Context: an optimization exercise on an open-source flow, tuned for small area, a short achievable clock period and few clock cycles per item. The choices shown serve that exercise and are no tape-out recipe.
RTL that was checked went through simulation tests only; none was proved equivalent to the original.
Power and IR drop assume default switching activity.

old:
// contone_block_dec
module contone_block_dec (
    input  wire       clk,
    input  wire       rst,           
    input  wire       in_valid,      
    output reg        in_ready,
    input  wire [7:0] in_data,
    input  wire       n_valid,       
    output reg        n_ready,
    input  wire [7:0] n_data,
    input  wire       n_sol,         
    output reg        out_valid,     
    input  wire       out_ready,
    output reg  [7:0] out_data,
    output reg        out_last       
);
Size in the first run: ~920 cells after synthesis, ~98 flip-flops, about 34 I/O pins, ~8900 um^2 of cells after synthesis.
==> module contone_block_dec, before the edit <==
module contone_block_dec (
    input  wire       clk,
    input  wire       rst,           
    input  wire       in_valid,      
    output reg        in_ready,
    input  wire [7:0] in_data,
    input  wire       n_valid,       
    output reg        n_ready,
    input  wire [7:0] n_data,
    input  wire       n_sol,         
    output reg        out_valid,     
    input  wire       out_ready,
    output reg  [7:0] out_data,
    output reg        out_last       
);
    reg  [23:0] bb;                  
    reg  [4:0]  bn;
    wire        in_fire = in_valid & in_ready;
    wire [38:0] ext = {bb, 15'd0};
    wire [14:0] win = ext[bn +: 15];     
    wire [1:0]  bm  = bn[4:3];
    wire [7:0]  hdr = (bm == 2'd3) ? bb[23:16] : (bm == 2'd2) ? bb[15:8] : bb[7:0];
    reg         active;              
    reg         kzero, kesc;         
    reg  [1:0]  sel_p;
    reg  [2:0]  sel_k;
    reg  [5:0]  cnt;                 
    reg  [1:0]  qa;                  
    reg         tv;
    reg  [7:0]  tz;
    reg  [1:0]  tp;
    reg         traw, tlast;
    reg         nv;
    reg  [7:0]  nr;
    reg         nsol;
    reg  [7:0]  nwp;                 
    reg         sv;                  
    reg  [7:0]  sd;
    reg         sl;
    wire        fire = tv & nv & ~sv;
    wire        tadv = ~tv | fire;
    wire        n_fire = n_valid & n_ready;
    wire        ones8 = &win[14:7];
    reg  [7:0]  oh;                  
    reg  [2:0]  q;
    integer     qi;
    always @(*) begin
        oh = 8'd0;
        q  = 3'd0;
        for (qi = 7; qi >= 0; qi = qi - 1)
            if (!win[14-qi]) begin
                oh = 8'd1 << qi;
                q  = qi[2:0];
            end
    end
    reg  [6:0]  tail;                
    integer     ti;
    always @(*) begin
        tail = 7'd0;
        for (ti = 0; ti < 8; ti = ti + 1)
            if (oh[ti]) tail = tail | ((win << (ti + 1)) >> 8);
    end
    wire [11:0] zq     = {qa, q, tail} >> (3'd7 - sel_k);
    wire [5:0]  lim    = {1'b0, bn} - 6'd1 - {3'd0, sel_k};      
    wire        fits   = !lim[5] && (lim[4:0] >= {2'd0, q});
    wire        bn8    = (bn >= 5'd8);
    reg         emit, take_hdr, chunk;
    reg  [7:0]  z;
    reg         raw;
    reg  [4:0]  bna;                 
    always @(*) begin
        emit = 1'b0; take_hdr = 1'b0; chunk = 1'b0;
        z = zq[7:0]; raw = 1'b0; bna = bn;
        if (!active) begin
            if (bn8) begin
                take_hdr = 1'b1;
                bna = {bm - 2'd1, 3'd0};
            end
        end else if (kzero) begin
            z    = 8'd0;
            emit = tadv;
        end else if (kesc || qa == 2'd3) begin
            z   = win[14:7];
            raw = kesc;
            if (bn8 && tadv) begin
                emit = 1'b1;
                bna  = bn - 5'd8;
            end
        end else if (ones8) begin
            chunk = 1'b1;
            bna   = bn - 5'd8;
        end else if (fits && tadv) begin
            emit = 1'b1;
            bna  = lim[4:0] - {2'd0, q};
        end
    end
    wire [4:0]  bn_n = in_fire ? bna + 5'd8 : bna;
    wire [7:0]  w  = out_data;
    wire [7:0]  nn = nr;
    wire [7:0]  nw = nwp;
    wire        a   = w < nn;            
    wire        wlt = w < nw;            
    wire        wgt = w > nw;            
    wire        d   = nw >= nn;
    wire        f   = nw <= nn;
    wire        case1 = !wgt & d;        
    wire        case2 = !wlt & f & !case1;  
    wire        pz  = !traw & !nsol;
    wire        p0  = pz & (tp == 2'd0);
    wire        p1  = pz & (tp == 2'd1);
    wire        p2  = pz & (tp == 2'd2);
    wire        p3  = pz & (tp == 2'd3);
    wire        p3e = p3 & !case1 & !case2;
    wire        useW = p0 | p2 | (p3 & (!(case1 | case2) | (case1 & a) | (case2 & !a)));
    wire        useN = (!traw & nsol) | p1 | p2 | (p3 & (!(case1 | case2) | (case1 & !a) | (case2 & a)));
    wire [7:0]  e   = tz[0] ? ~{1'b0, tz[7:1]} : {1'b0, tz[7:1]};
    wire [8:0]  ev  = traw ? {1'b0, tz} : p2 ? {e, 1'b0} : {e[7], e};
    wire [8:0]  opw = useW ? {1'b0, w} : 9'd0;
    wire [8:0]  opn = useN ? {1'b0, nn} : 9'd0;
    wire [8:0]  opm = p3e ? {1'b1, ~nw} : 9'd0;
    wire [8:0]  sum = opw + opn + opm + ev + {8'd0, p3e};
    wire [7:0]  cur = p2 ? sum[8:1] : sum[7:0];
    wire        tv_n = emit | (tv & ~fire);
    wire        nv_n = n_fire | (nv & ~fire);
    reg         sv_n;
    always @(*) begin
        sv_n = sv;
        if (sv) begin
            if (!out_valid || out_ready) sv_n = 1'b0;
        end else if (fire && out_valid && !out_ready)
            sv_n = 1'b1;
    end
    always @(posedge clk) begin
        if (in_fire)
            bb <= {bb[15:0], in_data};
        if (take_hdr) begin
            kzero <= hdr[6] & ~hdr[7];
            kesc  <= hdr[7];
            sel_p <= hdr[5:4];
            sel_k <= hdr[2:0];
        end
        if (take_hdr || emit)
            qa <= 2'd0;
        else if (chunk)
            qa <= qa + 2'd1;
        if (take_hdr)
            cnt <= 6'd0;
        else if (emit)
            cnt <= cnt + 6'd1;
        if (emit) begin
            tz    <= z;
            tp    <= sel_p;
            traw  <= raw;
            tlast <= (cnt == 6'd63);
        end
        if (n_fire) begin
            nr   <= n_data;
            nsol <= n_sol;
        end
        if (fire)
            nwp <= nr;
        if (sv) begin
            if (!out_valid || out_ready) begin
                out_data <= sd;
                out_last <= sl;
            end
        end else if (fire) begin
            if (!out_valid || out_ready) begin
                out_data <= cur;
                out_last <= tlast;
            end else begin
                sd <= cur;
                sl <= tlast;
            end
        end
        if (rst) begin
            bn        <= 5'd0;
            in_ready  <= 1'b1;
            active    <= 1'b0;
            tv        <= 1'b0;
            nv        <= 1'b0;
            n_ready   <= 1'b1;
            sv        <= 1'b0;
            out_valid <= 1'b0;
        end else begin
            bn       <= bn_n;
            in_ready <= (bn_n <= 5'd16);
            if (take_hdr)
                active <= 1'b1;
            else if (emit && cnt == 6'd63)
                active <= 1'b0;
            tv      <= tv_n;
            nv      <= nv_n;
            n_ready <= ~nv_n | (tv_n & ~sv_n);
            sv      <= sv_n;
            if (sv || fire)
                out_valid <= 1'b1;
            else if (out_ready)
                out_valid <= 1'b0;
        end
    end
endmodule
==> flow/config.mk <==
export PLATFORM = sky130hd
export DESIGN_NAME = contone_block_dec
export DESIGN_NICKNAME = contone_block_dec
export VERILOG_FILES = /design/flow/design.v
export SDC_FILE = /design/flow/constraint.sdc
export NUM_CORES = 4
export LEC_CHECK = 0
export CAP_MARGIN = 20
export CORE_MARGIN = 2
export CORE_UTILIZATION = 40
export SLEW_MARGIN = 20
==> flow/constraint.sdc <==
create_clock -name core_clock -period 12.0 [get_ports {clk}]
set_input_delay 2.4000 -clock core_clock [delete_from_list [all_inputs] [get_ports {clk}]]
set_output_delay 2.4000 -clock core_clock [all_outputs]
set_load 0.01 [all_outputs]
run.sh (not shown) runs the stock make flow with config.mk's settings and CLKGATE_MAP_FILE= SYNTH_SCRIPT=/design/flow/synth_recipe.tcl, a recipe that flattens the netlist after the stock synthesis.
Testbench counts of old, summed over its fixed seeds: cycles 169,781, blocks 2,560.
### old -> new
--- a/flow/design.v
+++ b/flow/design.v
@@ -4,9 +4,9 @@
     input  wire       in_valid,      
     output reg        in_ready,
     input  wire [7:0] in_data,
     input  wire       n_valid,       
-    output reg        n_ready,
+    output wire       n_ready,
     input  wire [7:0] n_data,
     input  wire       n_sol,         
     output reg        out_valid,     
     input  wire       out_ready,
@@ -15,11 +15,21 @@
 );
     reg  [23:0] bb;                  
     reg  [4:0]  bn;
     wire        in_fire = in_valid & in_ready;
-    wire [38:0] ext = {bb, 15'd0};
-    wire [14:0] win = ext[bn +: 15];     
     wire [1:0]  bm  = bn[4:3];
+    wire [2:0]  pad = bn[2:0];
+    reg  [21:0] bw;                      
+    always @(*) begin
+        case (bm)
+            2'd0:    bw = {bb[6:0], 15'd0};
+            2'd1:    bw = {bb[14:0], 7'd0};
+            2'd2:    bw = bb[22:1];
+            default: bw = {7'd0, bb[23:9]};
+        endcase
+    end
+    wire [21:0] bws = bw >> pad;
+    wire [14:0] win = bws[14:0];         
     wire [7:0]  hdr = (bm == 2'd3) ? bb[23:16] : (bm == 2'd2) ? bb[15:8] : bb[7:0];
     reg         active;              
     reg         kzero, kesc;         
     reg  [1:0]  sel_p;
@@ -33,12 +43,10 @@
     reg         nv;
     reg  [7:0]  nr;
     reg         nsol;
     reg  [7:0]  nwp;                 
-    reg         sv;                  
-    reg  [7:0]  sd;
-    reg         sl;
-    wire        fire = tv & nv & ~sv;
+    wire        fire = tv & nv & (~out_valid | out_ready);
+    assign      n_ready = ~nv | fire;
     wire        tadv = ~tv | fire;
     wire        n_fire = n_valid & n_ready;
     wire        ones8 = &win[14:7];
     reg  [7:0]  oh;                  
@@ -61,9 +69,14 @@
             if (oh[ti]) tail = tail | ((win << (ti + 1)) >> 8);
     end
     wire [11:0] zq     = {qa, q, tail} >> (3'd7 - sel_k);
     wire [5:0]  lim    = {1'b0, bn} - 6'd1 - {3'd0, sel_k};      
-    wire        fits   = !lim[5] && (lim[4:0] >= {2'd0, q});
+    reg  [7:0]  fq;                      
+    integer     fi;
+    always @(*)
+        for (fi = 0; fi < 8; fi = fi + 1)
+            fq[fi] = !lim[5] && (lim[4:0] >= fi);
+    wire        fits   = |(oh & fq);
     wire        bn8    = (bn >= 5'd8);
     reg         emit, take_hdr, chunk;
     reg  [7:0]  z;
     reg         raw;
@@ -121,16 +134,8 @@
     wire [8:0]  sum = opw + opn + opm + ev + {8'd0, p3e};
     wire [7:0]  cur = p2 ? sum[8:1] : sum[7:0];
     wire        tv_n = emit | (tv & ~fire);
     wire        nv_n = n_fire | (nv & ~fire);
-    reg         sv_n;
-    always @(*) begin
-        sv_n = sv;
-        if (sv) begin
-            if (!out_valid || out_ready) sv_n = 1'b0;
-        end else if (fire && out_valid && !out_ready)
-            sv_n = 1'b1;
-    end
     always @(posedge clk) begin
         if (in_fire)
             bb <= {bb[15:0], in_data};
         if (take_hdr) begin
@@ -158,30 +163,18 @@
             nsol <= n_sol;
         end
         if (fire)
             nwp <= nr;
-        if (sv) begin
-            if (!out_valid || out_ready) begin
-                out_data <= sd;
-                out_last <= sl;
-            end
-        end else if (fire) begin
-            if (!out_valid || out_ready) begin
-                out_data <= cur;
-                out_last <= tlast;
-            end else begin
-                sd <= cur;
-                sl <= tlast;
-            end
+        if (fire) begin
+            out_data <= cur;
+            out_last <= tlast;
         end
         if (rst) begin
             bn        <= 5'd0;
             in_ready  <= 1'b1;
             active    <= 1'b0;
             tv        <= 1'b0;
             nv        <= 1'b0;
-            n_ready   <= 1'b1;
-            sv        <= 1'b0;
             out_valid <= 1'b0;
         end else begin
             bn       <= bn_n;
             in_ready <= (bn_n <= 5'd16);
@@ -190,11 +183,9 @@
             else if (emit && cnt == 6'd63)
                 active <= 1'b0;
             tv      <= tv_n;
             nv      <= nv_n;
-            n_ready <= ~nv_n | (tv_n & ~sv_n);
-            sv      <= sv_n;
-            if (sv || fire)
+            if (fire)
                 out_valid <= 1'b1;
             else if (out_ready)
                 out_valid <= 1'b0;
         end
Findings:
Relative to old, the clock power share of new is higher by 8.1 points. new vs. old: maximum frequency from static timing analysis went down by 0.0024 GHz. Of the two values seen for most common library cell in the layout ignoring fill and taps, edfxtp_1 was produced by old and nand2_1 by new. From old to new the numbers moved as follows: overall routing resource usage fell by 0.84 points, register-to-register setup slack rose by 0.23 ns. Diff old -> new: power lost 0.52 mW, fraction of the mapped netlist area in adder cells picked up an extra 1.6 points. Per the comparison of new with old, total number of sequential cells now sits lower, via count now sits lower, smallest setup slack after layout now sits lower. Measured against each other, new and old differ in final routed wire length divided by cell count, the higher figure coming from old.
Testbench counts of new, summed over its fixed seeds: cycles 169,781, blocks 2,560.

The RTL this note starts from:
==> flow/design.v <==
module contone_block_dec (
    input  wire       clk,
    input  wire       rst,           
    input  wire       in_valid,      
    output reg        in_ready,
    input  wire [7:0] in_data,
    input  wire       n_valid,       
    output reg        n_ready,
    input  wire [7:0] n_data,
    input  wire       n_sol,         
    output reg        out_valid,     
    input  wire       out_ready,
    output reg  [7:0] out_data,
    output reg        out_last       
);
    reg         ibv;
    reg  [7:0]  ib;
    reg  [23:0] bb;                  
    reg  [4:0]  bn;
    wire        in_fire = in_valid & in_ready;
    wire        ins     = ibv & (bn <= 5'd16);
    wire [23:0] bbi     = ins ? (bb | ({ib, 16'd0} >> bn)) : bb;
    wire [14:0] win     = bb[23:9];
    wire [2:0]  pad     = bn[2:0];
    wire [23:0] hdr_w   = bb << pad;
    wire [7:0]  hdr     = hdr_w[23:16];
    reg         active;              
    reg         kzero, kesc;         
    reg  [1:0]  sel_p;
    reg  [2:0]  sel_k;
    reg  [5:0]  cnt;                 
    reg  [1:0]  qa;                  
    reg         tv;
    reg  [7:0]  tz;
    reg  [1:0]  tp;
    reg         traw, tlast;
    reg         nv;
    reg  [7:0]  nr;
    reg         nsol;
    reg  [7:0]  nwp;                 
    reg         sv;                  
    reg  [7:0]  sd;
    reg         sl;
    wire        fire = tv & nv & ~sv;
    wire        tadv = ~tv | fire;
    wire        n_fire = n_valid & n_ready;
    wire        ones8 = &win[14:7];
    reg  [7:0]  oh;                  
    reg  [2:0]  q;
    integer     qi;
    always @(*) begin
        oh = 8'd0;
        q  = 3'd0;
        for (qi = 7; qi >= 0; qi = qi - 1)
            if (!win[14-qi]) begin
                oh = 8'd1 << qi;
                q  = qi[2:0];
            end
    end
    reg  [6:0]  tail;                
    integer     ti;
    always @(*) begin
        tail = 7'd0;
        for (ti = 0; ti < 8; ti = ti + 1)
            if (oh[ti]) tail = tail | ((win << (ti + 1)) >> 8);
    end
    wire [11:0] zq     = {qa, q, tail} >> (3'd7 - sel_k);
    wire        bn8    = (bn >= 5'd8);
    wire        bn16   = (bn >= 5'd16);
    wire        ones16 = &bb[23:8];
    wire [4:0]  bni    = bn + (ins ? 5'd8 : 5'd0);
    wire [3:0]  kp1    = {1'b0, sel_k} + 4'd1;
    wire [5:0]  lim    = {1'b0, bn} - {2'd0, kp1};       
    wire [5:0]  lcode  = {1'b0, bni} - {2'd0, kp1};      
    reg  [7:0]  fq;
    integer     fi;
    always @(*)
        for (fi = 0; fi < 8; fi = fi + 1)
            fq[fi] = !lim[5] && (lim[4:0] >= fi);
    wire        fits   = |(oh & fq);
    reg         emit, take_hdr, chunk;
    reg  [7:0]  z;
    reg         raw;
    reg  [4:0]  used;                
    reg  [4:0]  bn_n;
    always @(*) begin
        emit = 1'b0; take_hdr = 1'b0; chunk = 1'b0;
        z = zq[7:0]; raw = 1'b0; used = 5'd0; bn_n = bni;
        if (!active) begin
            if (bn8) begin
                take_hdr = 1'b1;
                used = {2'd0, pad} + 5'd8;
                bn_n = {bni[4:3] - 2'd1, 3'd0};
            end
        end else if (kzero) begin
            z    = 8'd0;
            emit = tadv;
        end else if (kesc || qa == 2'd3) begin
            z   = win[14:7];
            raw = kesc;
            if (bn8 && tadv) begin
                emit = 1'b1;
                used = 5'd8;
                bn_n = bni - 5'd8;
            end
        end else if (ones16 && bn16 && !qa[0]) begin
            if (qa == 2'd0) begin
                chunk = 1'b1;
                used  = 5'd16;
                bn_n  = bni - 5'd16;
            end else if (tadv) begin
                z    = bb[15:8];
                emit = 1'b1;
                used = 5'd16;
                bn_n = bni - 5'd16;
            end
        end else if (ones8) begin
            chunk = bn8;
            if (bn8) begin
                used = 5'd8;
                bn_n = bni - 5'd8;
            end
        end else if (fits && tadv) begin
            emit = 1'b1;
            used = {2'd0, q} + {1'b0, kp1};
            bn_n = lcode[4:0] - {2'd0, q};
        end
    end
    wire [23:0] bb_n = bbi << used;
    wire        ibv_n = in_fire | (ibv & ~ins);
    wire [7:0]  w  = out_data;
    wire [7:0]  nn = nr;
    wire [7:0]  nw = nwp;
    wire [8:0]  nd  = {1'b0, nn} - {1'b0, nw};      
    wire        d   = nd[8] | (nd == 9'd0);          
    wire        f   = !nd[8];                        
    wire        a   = w < nn;            
    wire        wlt = w < nw;            
    wire        wgt = w > nw;            
    wire        case1 = !wgt & d;        
    wire        case2 = !wlt & f & !case1;  
    wire        pz  = !traw & !nsol;
    wire        p0  = pz & (tp == 2'd0);
    wire        p1  = pz & (tp == 2'd1);
    wire        p2  = pz & (tp == 2'd2);
    wire        p3  = pz & (tp == 2'd3);
    wire        p3e = p3 & !case1 & !case2;
    wire        useW = p0 | p2 | (p3 & (p3e | (case1 & a) | (case2 & !a)));
    wire        useN = (!traw & nsol) | p1 | p2 | (p3 & ((case1 & !a) | (case2 & a)));
    wire [7:0]  e   = tz[0] ? ~{1'b0, tz[7:1]} : {1'b0, tz[7:1]};
    wire [8:0]  ev  = traw ? {1'b0, tz} : p2 ? {e, 1'b0} : {e[7], e};
    wire [8:0]  opw = useW ? {1'b0, w} : 9'd0;
    wire [8:0]  opx = useN ? {1'b0, nn} : p3e ? nd : 9'd0;
    wire [8:0]  sum = opw + opx + ev;
    wire [7:0]  cur = p2 ? sum[8:1] : sum[7:0];
    wire        tv_n = emit | (tv & ~fire);
    wire        nv_n = n_fire | (nv & ~fire);
    reg         sv_n;
    always @(*) begin
        sv_n = sv;
        if (sv) begin
            if (!out_valid || out_ready) sv_n = 1'b0;
        end else if (fire && out_valid && !out_ready)
            sv_n = 1'b1;
    end
    always @(posedge clk) begin
        if (in_fire)
            ib <= in_data;
        if (take_hdr) begin
            kzero <= hdr[6] & ~hdr[7];
            kesc  <= hdr[7];
            sel_p <= hdr[5:4];
            sel_k <= hdr[2:0];
        end
        if (take_hdr || emit)
            qa <= 2'd0;
        else if (chunk)
            qa <= (used == 5'd16) ? 2'd2 : qa + 2'd1;
        if (take_hdr)
            cnt <= 6'd0;
        else if (emit)
            cnt <= cnt + 6'd1;
        if (emit) begin
            tz    <= z;
            tp    <= sel_p;
            traw  <= raw;
            tlast <= (cnt == 6'd63);
        end
        if (n_fire) begin
            nr   <= n_data;
            nsol <= n_sol;
        end
        if (fire)
            nwp <= nr;
        if (sv) begin
            if (!out_valid || out_ready) begin
                out_data <= sd;
                out_last <= sl;
            end
        end else if (fire) begin
            if (!out_valid || out_ready) begin
                out_data <= cur;
                out_last <= tlast;
            end else begin
                sd <= cur;
                sl <= tlast;
            end
        end
        if (rst) begin
            bn        <= 5'd0;
            bb        <= 24'd0;
            ibv       <= 1'b0;
            in_ready  <= 1'b1;
            active    <= 1'b0;
            tv        <= 1'b0;
            nv        <= 1'b0;
            n_ready   <= 1'b1;
            sv        <= 1'b0;
            out_valid <= 1'b0;
        end else begin
            bn       <= bn_n;
            bb       <= bb_n;
            ibv      <= ibv_n;
            in_ready <= ~ibv_n | (bn_n <= 5'd16);
            if (take_hdr)
                active <= 1'b1;
            else if (emit && cnt == 6'd63)
                active <= 1'b0;
            tv      <= tv_n;
            nv      <= nv_n;
            n_ready <= ~nv_n | (tv_n & ~sv_n);
            sv      <= sv_n;
            if (sv || fire)
                out_valid <= 1'b1;
            else if (out_ready)
                out_valid <= 1'b0;
        end
    end
endmodule
==> flow/config.mk <==
export PLATFORM = sky130hd
export DESIGN_NAME = contone_block_dec
export DESIGN_NICKNAME = contone_block_dec
export VERILOG_FILES = /design/flow/design.v
export SDC_FILE = /design/flow/constraint.sdc
export NUM_CORES = 4
export LEC_CHECK = 0
export CAP_MARGIN = 20
export CORE_MARGIN = 2
export CORE_UTILIZATION = 40
export SLEW_MARGIN = 20
==> flow/constraint.sdc <==
create_clock -name core_clock -period 12.0 [get_ports {clk}]
set_input_delay 2.4000 -clock core_clock [delete_from_list [all_inputs] [get_ports {clk}]]
set_output_delay 2.4000 -clock core_clock [all_outputs]
set_load 0.01 [all_outputs]
Rerun with:
--- a/flow/design.v
+++ b/flow/design.v
@@ -131,28 +131,39 @@
     wire [7:0]  w  = out_data;
     wire [7:0]  nn = nr;
     wire [7:0]  nw = nwp;
-    wire [8:0]  nd  = {1'b0, nn} - {1'b0, nw};      
-    wire        d   = nd[8] | (nd == 9'd0);          
-    wire        f   = !nd[8];                        
     wire        a   = w < nn;            
     wire        wlt = w < nw;            
     wire        wgt = w > nw;            
+    wire        d   = nw >= nn;
+    wire        f   = nw <= nn;
     wire        case1 = !wgt & d;        
     wire        case2 = !wlt & f & !case1;  
-    wire        pz  = !traw & !nsol;
-    wire        p0  = pz & (tp == 2'd0);
-    wire        p1  = pz & (tp == 2'd1);
-    wire        p2  = pz & (tp == 2'd2);
-    wire        p3  = pz & (tp == 2'd3);
-    wire        p3e = p3 & !case1 & !case2;
-    wire        useW = p0 | p2 | (p3 & (p3e | (case1 & a) | (case2 & !a)));
-    wire        useN = (!traw & nsol) | p1 | p2 | (p3 & ((case1 & !a) | (case2 & a)));
     wire [7:0]  e   = tz[0] ? ~{1'b0, tz[7:1]} : {1'b0, tz[7:1]};
-    wire [8:0]  ev  = traw ? {1'b0, tz} : p2 ? {e, 1'b0} : {e[7], e};
-    wire [8:0]  opw = useW ? {1'b0, w} : 9'd0;
-    wire [8:0]  opx = useN ? {1'b0, nn} : p3e ? nd : 9'd0;
-    wire [8:0]  sum = opw + opx + ev;
-    wire [7:0]  cur = p2 ? sum[8:1] : sum[7:0];
+    wire [7:0]  ra  = w + e;             
+    wire [7:0]  rk  = nn + e;            
+    wire        p2  = (tp == 2'd2);
+    wire [8:0]  x1 = {1'b0, nn};
+    wire [8:0]  x2 = p2 ? 9'd0 : {1'b1, ~nw};
+    wire [8:0]  x3 = p2 ? {e, 1'b0} : {e[7], e};
+    wire [8:0]  s1 = x1 ^ x2 ^ x3;
+    wire [8:0]  c1 = {(x1[7:0] & x2[7:0]) | (x1[7:0] & x3[7:0]) | (x2[7:0] & x3[7:0]), !p2};
+    wire [8:0]  x4 = {1'b0, w};
+    wire [8:0]  s2 = s1 ^ c1 ^ x4;
+    wire [8:0]  c2 = {(s1[7:0] & c1[7:0]) | (s1[7:0] & x4[7:0]) | (c1[7:0] & x4[7:0]), 1'b0};
+    wire [8:0]  rc = s2 + c2;
+    reg  [7:0]  cur;
+    always @(*) begin
+        if (traw)
+            cur = tz;
+        else if (nsol)
+            cur = rk;
+        else case (tp)
+            2'd0: cur = ra;
+            2'd1: cur = rk;
+            2'd2: cur = rc[8:1];
+            default: cur = case1 ? (a ? ra : rk) : case2 ? (a ? rk : ra) : rc[7:0];
+        endcase
+    end
     wire        tv_n = emit | (tv & ~fire);
     wire        nv_n = n_fire | (nv & ~fire);
     reg         sv_n;
- The new run produced a clean layout
- clock-buffer cell count climbs by 1
- clock skew climbs by 0.0063 ns
- sequential share of layout area drops by 1.6 points
- global-route usage climbs by 0.76 points
- routed wire length climbs by 9.1%
- fmax climbs by 6.0%
- power climbs by 37%
- cell area climbs by about 6.4%
- synthesized area climbs by 6.6%
- non-clock buffer count drops by 4
- final cell count climbs by about 3%
- critical path depth drops by 8
- worst setup slack improved by 0.34 ns
- combinational power climbs by about 60%
No functional check of the RTL was part of any run of this note.

==> what the ideal ports hide <==
No port has a modelled driver above. Below, the same layouts with a new extraction and two added sets of constraints.
Step 1 sets driving cells, clkbuf_16 on the clock port and buf_2 on the other inputs (assumed; they add their load-dependent delay and slew).
Step 2 adds t to the input delays and takes it off the output delays; t is the mean of the earliest and latest rising clock arrival at the registers after step 1. Input paths then give back, and output paths get back, about the clock's delay inside the block.
a / b / c = no drivers / after step 1 / after step 2; a / b = the first two.
run | shift t [ns] | setup slack, ns | worst setup path after step 2
old | 0.402 | 5.892 / 5.893 / 5.893 | register to register
new | 0.398 | 5.803 / 5.774 / 5.774 | input to output
the first run of note 2 | 0.406 | 6.092 / 6.092 / 6.092 | register to register
the second run of note 2 | 0.405 | 6.429 / 6.429 / 6.429 | register to register
After both steps setup and hold are still met in every run listed. The setup slack of new, which loses most, moves by -0.029 ns with the drivers and by -0.029 ns with both steps.
